Background: an optimization exercise with open tools, aiming at small area, a short achievable clock period and few clock cycles per item. Do not read the settings as production practice.
Function was checked by simulation only, so behaviour that the tests miss may differ from the original.

==> design.v <==
module filet_enc (
    input  wire        clk,
    input  wire        rst,           
    input  wire        in_valid,
    output wire        in_ready,
    input  wire [19:0] in_data,       
    input  wire        in_eos,        
    input  wire        in_eol,        
    input  wire [1:0]  cfg_depth,     
    input  wire [5:0]  cfg_e,         
    output reg         out_valid,
    input  wire        out_ready,
    output reg  [31:0] out_data,
    output reg         out_last
);
    localparam S_IN    = 3'd0;
    localparam S_DEC   = 3'd1;
    localparam S_HDR   = 3'd2;
    localparam S_CODE  = 3'd3;
    localparam S_PAD   = 3'd4;
    localparam S_DRAIN = 3'd5;
    localparam ESC = 24;
    reg  [2:0]  state;
    reg         sos;                  
    reg  [19:0] pred;                 
    reg  [19:0] xcur;                 
    reg  [5:0]  n;                    
    reg  [4:0]  blk_b;                
    reg  [5:0]  blk_e;                
    reg         blk_eol;
    reg  [19:0] xbuf [0:31];
    reg  [20:0] ubuf [0:31];
    reg  [11*21-1:0] cost;            
    reg  [4:0]  kbest;
    reg         verb;
    reg  [4:0]  idx;
    reg  [79:0] acc;                  
    reg  [6:0]  cnt;                  
    reg         pad_todo;             
    reg         line_end;             
    assign in_ready = (state == S_IN);
    wire in_fire = in_valid && in_ready;
    wire [4:0]  b_in = (cfg_depth == 2'd0) ? 5'd10 :
                       (cfg_depth == 2'd1) ? 5'd12 : 5'd20;
    wire [20:0] top_in = (21'd1 << b_in) - 21'd1;
    wire [19:0] p = sos ? (20'd1 << (b_in - 5'd1)) : pred;
    wire [6:0]  step = {cfg_e, 1'b1};
    wire        neg = in_data < p;
    wire [19:0] mag = neg ? (p - in_data) : (in_data - p);
    wire [20:0] num = {1'b0, mag} + {15'd0, cfg_e};
    wire [20:0] qm = num / {14'd0, step};
    wire [27:0] prod = qm * step;
    wire [22:0] ysum = neg ? ({3'd0, p} - {1'b0, prod[21:0]})
                           : ({3'd0, p} + {1'b0, prod[21:0]});
    wire [19:0] y = ysum[22]          ? 20'd0 :
                    (ysum > {2'd0, top_in}) ? top_in[19:0] : ysum[19:0];
    wire [20:0] u = (qm == 21'd0) ? 21'd0 :
                    neg ? ({qm[19:0], 1'b0} - 21'd1) : {qm[19:0], 1'b0};
    reg  [11*21-1:0] term;
    integer k;
    always @* begin
        for (k = 0; k <= 20; k = k + 1) begin
            if ((u >> k) < ESC)
                term[11*k +: 11] = (u >> k) + 11'd1 + k;
            else
                term[11*k +: 11] = ESC + 11'd1 + b_in;
        end
    end
    reg  [4:0]  ksel;
    reg  [10:0] best;
    integer j;
    always @* begin
        ksel = 5'd0;
        best = cost[10:0];
        for (j = 1; j <= 20; j = j + 1) begin
            if (j <= blk_b && cost[11*j +: 11] < best) begin
                best = cost[11*j +: 11];
                ksel = j;
            end
        end
    end
    wire [10:0] verb_bits = n * blk_b;
    wire        verb_sel  = verb_bits < best;
    wire [20:0] ucode = ubuf[idx];
    wire [20:0] uk    = ucode >> kbest;
    reg  [44:0] code;
    reg  [5:0]  len;
    always @* begin
        code = 45'd0;
        len  = 6'd0;
        if (state == S_HDR) begin
            code = verb ? {34'd0, 6'd0, 5'd31} : {34'd0, blk_e, kbest};
            len  = 6'd11;
        end else if (verb) begin
            code = {25'd0, xbuf[idx]};
            len  = {1'b0, blk_b};
        end else if (uk < ESC) begin
            code = ((((45'd1 << uk) - 45'd1) << (kbest + 1)) |
                    ({24'd0, ucode} & ((45'd1 << kbest) - 45'd1)));
            len  = uk[5:0] + 6'd1 + kbest;
        end else begin
            code = (45'hFFFFFF << (blk_b + 1)) | {24'd0, ucode};
            len  = 6'd25 + blk_b;
        end
    end
    wire        ext  = (cnt >= 7'd32) && (!pad_todo || cnt > 7'd32) &&
                       (!out_valid || out_ready);
    wire [6:0]  cnt1 = ext ? cnt - 7'd32 : cnt;
    wire        room = cnt1 < 7'd32;
    wire [79:0] word_sh = acc >> (cnt - 7'd32);
    wire        app  = room && (state == S_HDR || state == S_CODE);
    integer m;
    always @(posedge clk) begin
        if (rst) begin
            state     <= S_IN;
            sos       <= 1'b1;
            n         <= 6'd0;
            cnt       <= 7'd0;
            pad_todo  <= 1'b0;
            line_end  <= 1'b0;
            out_valid <= 1'b0;
            out_last  <= 1'b0;
        end else begin
            if (ext) begin
                out_valid <= 1'b1;
                out_data  <= word_sh[31:0];
                out_last  <= line_end && (cnt == 7'd32);
                if (line_end && cnt == 7'd32)
                    line_end <= 1'b0;
            end else if (out_ready) begin
                out_valid <= 1'b0;
            end
            if (app) begin
                acc <= (acc << len) | {35'd0, code};
                cnt <= cnt1 + len;
            end else if (state == S_PAD && cnt <= 7'd32) begin
                acc <= acc << (7'd32 - cnt);
                cnt <= 7'd32;
            end else begin
                cnt <= cnt1;
            end
            case (state)
            S_IN: if (in_fire) begin
                xbuf[n[4:0]] <= in_data;
                ubuf[n[4:0]] <= u;
                for (m = 0; m <= 20; m = m + 1)
                    cost[11*m +: 11] <= (n == 6'd0) ? term[11*m +: 11]
                                       : cost[11*m +: 11] + term[11*m +: 11];
                pred    <= y;
                xcur    <= in_data;
                blk_b   <= b_in;
                blk_e   <= cfg_e;
                blk_eol <= in_eol;
                sos     <= in_eos || in_eol;
                n       <= n + 6'd1;
                if (in_eos || in_eol || n == 6'd31)
                    state <= S_DEC;
            end
            S_DEC: begin
                kbest <= ksel;
                verb  <= verb_sel;
                if (verb_sel)
                    pred <= xcur;        
                state <= S_HDR;
            end
            S_HDR: if (app) begin
                idx   <= 5'd0;
                state <= S_CODE;
            end
            S_CODE: if (app) begin
                idx <= idx + 5'd1;
                if (idx == n[4:0] - 5'd1 || (n == 6'd32 && idx == 5'd31)) begin
                    n <= 6'd0;
                    if (blk_eol) begin
                        pad_todo <= 1'b1;
                        state    <= S_PAD;
                    end else begin
                        state    <= S_IN;
                    end
                end
            end
            S_PAD: if (cnt <= 7'd32) begin
                pad_todo <= 1'b0;
                line_end <= 1'b1;
                state    <= S_DRAIN;
            end
            S_DRAIN: if (!line_end)
                state <= S_IN;
            default: state <= S_IN;
            endcase
        end
    end
endmodule
==> run.sh <==
#!/bin/bash
# synth_recipe.tcl (not shown) runs the flow's synth.tcl, then flattens the netlist and writes it again
# the make line also repeats each setting of config.mk as NAME=value (left out here)
make -C /OpenROAD-flow-scripts/flow DESIGN_CONFIG=/design/flow/config.mk WORK_HOME=/design/flow/orfs CLKGATE_MAP_FILE= SYNTH_SCRIPT=/design/flow/synth_recipe.tcl finish
==> config.mk <==
export PLATFORM = sky130hd
export DESIGN_NAME = filet_enc
export DESIGN_NICKNAME = filet_enc
export VERILOG_FILES = /design/flow/design.v
export SDC_FILE = /design/flow/constraint.sdc
export NUM_CORES = 4
export LEC_CHECK = 0
export CAP_MARGIN = 20
export CORE_MARGIN = 2
export CORE_UTILIZATION = 40
export SLEW_MARGIN = 20
==> constraint.sdc <==
create_clock -name core_clock -period 65.0 [get_ports {clk}]
set_input_delay 13.0000 -clock core_clock [delete_from_list [all_inputs] [get_ports {clk}]]
set_output_delay 13.0000 -clock core_clock [all_outputs]
set_load 0.01 [all_outputs]
==> implementation parameters <==
Parameter                              Value

Die
  Boundary pin count ... between 60 and 70
  Die footprint ... slightly above 0.3 mm²
  Vert. Die Dim ... 557 µm
  Cell row count ... 202
  Initial core utilization ... 40.3%
  Overall die width ... around 560 µm
  Core area ... approximately 0.30 mm²

Drt
  Mean number of vias per cell ... ~6.1
  Iteration count of the initial detailed-routing pass ... 6
  Antenna-violating nets left ... 0
  DRC violations left ... 0
  Number of DRC markers after the initial detailed-route iteration ... approximately 11000
  Overall via count from detail_route ... roughly 94000
  Overall routed net length ... 419 mm
  Wire per inst ... 27.3 µm

GRT
  Number of antenna violations at the first check in global routing ... 8
  Global-route congestion overflow total ... 0
  Largest net degree at the start of global routing ... 157
  Global-route wire length before repair ... a little over 600 mm
  Number of global-route vias before repair ... between 90000 and 100k
  GRT Total Usage ... about a quarter

Worst setup path
  Top fanout value on the critical path ... 8
  Type of element capturing the critical path ... flop
  Data required, critical path ... roughly 66 ns
  Cell family contributing the most delay on the critical path ... compound AO/OA/AOI/OAI gates
  Arr. time, crit path ... roughly 63 ns
  Slowest cell delay on critical path ... about 0.65 ns
  Slowest cell on the critical path ... or4_1
  Critical Setup Path Class ... in -> reg
  Setup crit start kind ... input pin
  Number of buffer and inverter stages on the critical path ... 26

Place
  DP HPWL ... approximately 290 mm
  Placed instance count ... 14981
  Port Buffer Count ... 68
  Routability congestion estimate from global placement ... around 0.99

STA
  Worst Hold Margin ... around 0.50 ns
  Total of endpoints with negative setup slack in the final report ... 0
  Final Slew Violations ... 0
  Worst Clk Skew ... 0.100 ns
  Min Clock Period, post-route ... between 60 and 70 ns
  Actual slew at the worst max-slew pin ... between 1 and 1.5 ns
  Max Fclk ... 0.0161 GHz
  Max transition margin ... around 20%
  Final period utilization ... between 90% and 100%
  Final hold violation count ... 0

Logic synthesis
  Area fraction of the dominant cell type after synthesis ... around 42%
  Post-synthesis cell type count ... ~120
  Cell area after synthesis ... ~0.12 mm²
  Fraction of the yosys area taken by sequential cells ... approximately 43%
  Most instantiated flip-flop cell in the synthesis netlist ... edfxtp_1
  Synth warnings ... 1
  Synth cell count leaders ... edfxtp_1, nand2_1, nor2_1
  EDFF count, synth ... about 1700
  Synthesized flop and latch total ... 1743
  FFs w/ async S/R, synth ... 0%
  Post-synth top area cell ... edfxtp_1
  Synthesized netlist cell count ... between 10000 and 15000
  Average cell area after synthesis ... around 11 µm²
  Most instantiated library cell after synthesis ... edfxtp_1
  Largest cells by area after synthesis ... edfxtp_1, mux4_2, ha_1

Clock network
  Master cell of the clock root buffer ... clkbuf_16
  CTS Buffer Depth ... 4
  Insertion delay of the later-clocked pin in the worst-skew pair ... 0.89 ns
  Clock transition at the registers of the reported paths ... 0.06 ns
  H-tree depth reported by CTS ... 4
  TritonCTS clock tree ... built
  Cts bufs inserted ... approximately 190
  Number of clock sinks ... about 1700
  Hold buffer count at CTS ... 0

Min path
  Path category of the worst min-delay check ... reg -> reg

Finish
  Fraction of final layout cells sized beyond drive strength 1 ... between 10% and 20%
  Post-synthesis to final-layout area growth ... 11.8%
  Utilization after layout ... 45.0%
  Number of fill cells in the layout ... approximately 28000
  Non-filler cells in the finished layout ... ~15000
  Number of nets in the finished design ... around 12000

Run status
  Outcome ... no timing/DRC/antenna violations

Job
  # Max-Cap Violations ... 0
[routing by layer]
metal  part of all wire [%]  global-route usage (%)  wire, µm  vias up
li1                       -                       -         -    41866
met5                  0.010                       0        42        -
met1                     43                    36.6    178000    46859
met2                     46                    42.8    194000     4189
met3                    7.6                    3.62     31800      708
met4                    3.4                    8.17     14400        6
[cell usage in the layout, fill, tap and decap left out, types with 55 or more instances in the layout]
master and n:
a211oi_1 96, a21o_1 166, a21oi_1 684, a31oi_1 94, and2_1 61, buf_4 444, clkbuf_16 194, clkdlybuf4s50_1 62
edfxtp_1 1717, fa_1 119, ha_1 686, inv_1 588, mux2_2 252, mux2i_1 554, mux4_2 538, nand2_1 1220
nand2b_1 90, nand3_1 170, nand4_1 97, nor2_1 815, nor2b_1 105, nor3_1 133, o211ai_1 94, o21a_1 69
o21ai_0 482, o21bai_1 139, o22ai_1 66, o31ai_1 92, or3_1 55, xnor2_1 388, xor2_1 130
[area by class of cell]
cell class                 instances  area (µm²)  area share [%]
sequential                      1743       52100            38.2
inverter                         624        2360            1.73
multi-input combinational       8166       66600            48.8
clock inverter                   112        1340           0.981
tap                             3978        4980            3.64
clock buffer                     228        4990            3.66
timing repair buffer             518        4140            3.03
antenna                            4        10.0         0.00733
[per-stage QoR]
stage                     setup TNS [ns]  instance area [µm²]  setup WS (ns)
after floorplan                        0               122000         0.0335
after global placement                 0               129000          0.552
after detailed placement          -0.497               129000        -0.0692
after CTS                              0               136000          0.619
after global routing               -5.46               137000         -0.343
final                                  0               137000           2.75
[cell families (layout without fill, tap and decap cells)]
| logic type | after synthesis | in the layout | synth area share, % |
|---|---|---|---|
| AOI/OAI and AO/OA | 2386 | 2386 | 12.4 |
| buffers and inverters | 1237 | 1482 | 3.88 |
| adders and majority gates | 813 | 813 | 9.05 |
| and+or+nand+nor | 3064 | 3064 | 11.3 |
| other | 2 | 14 | 0.00615 |
| muxes | 1354 | 1354 | 16.9 |
| DFF | 1743 | 1743 | 42.6 |
| xor gates and xnor gates | 539 | 539 | 3.88 |
[timing repair]
item / 4_1_cts / 5_1_grt
gates resized for setup: 0 / 129
setup buffers: 0 / 45
setup endpoints to repair: 0 / 188
[registers in the layout, indices dropped and copies added, names as in the netlist, 3 cells and up, named ones only]
register / cells
acc: 80
blk_b: 4
blk_e: 6
cnt: 7
cost: 231
idx: 5
kbest: 5
n: 6
out_data: 32
pred: 20
state: 3
ubuf: 672
xbuf: 640
xcur: 20
[tightest hold or removal path: cells and delay by family (launching register included)]
family             cells  cell delay, ns
AOI/OAI and AO/OA      1            0.05
and+or+nand+nor        1            0.06
DFF                    1            0.33
[final timing paths]
path / startpoint / cells past startpoint / endpoint / slack [ns]
min: line_end / 2 / line_end / 0.50
max: cfg_depth[1] / 268 / pred[14] / 2.75
max reg2reg: cost[12] / 223 / pred[1] / 13.73
min reg2reg: line_end / 2 / line_end / 0.50
Testbench counts, summed over its fixed seeds: cycles 226,689, samples 109,175.

re-timing with driven ports:
The results above use ideal ports. As a check the final layout listed here was re-extracted and re-timed, cells and wires unchanged.
Step 1 sets driving cells, clkbuf_16 on the clock port and buf_2 on the other inputs (assumed; they add their load-dependent delay and slew).
Step 2, shift: input delay + t, output delay - t, t = (earliest + latest rising clock arrival at the registers) / 2. This alone moves slack from input paths to output paths.
a / b / c = ideal ports / drivers / drivers and shift; a / b = the first two.
t (ns): 0.946
setup WS [ns]: 2.751 / 2.770 / 1.824
worst register clock-pin slew, ns: 0.07 / 0.07
cell pins on the clock port's net: 1
After both steps setup and hold are still met in this run. For this run, drivers alone change the setup slack by +0.019 ns; drivers and shift together by -0.927 ns.
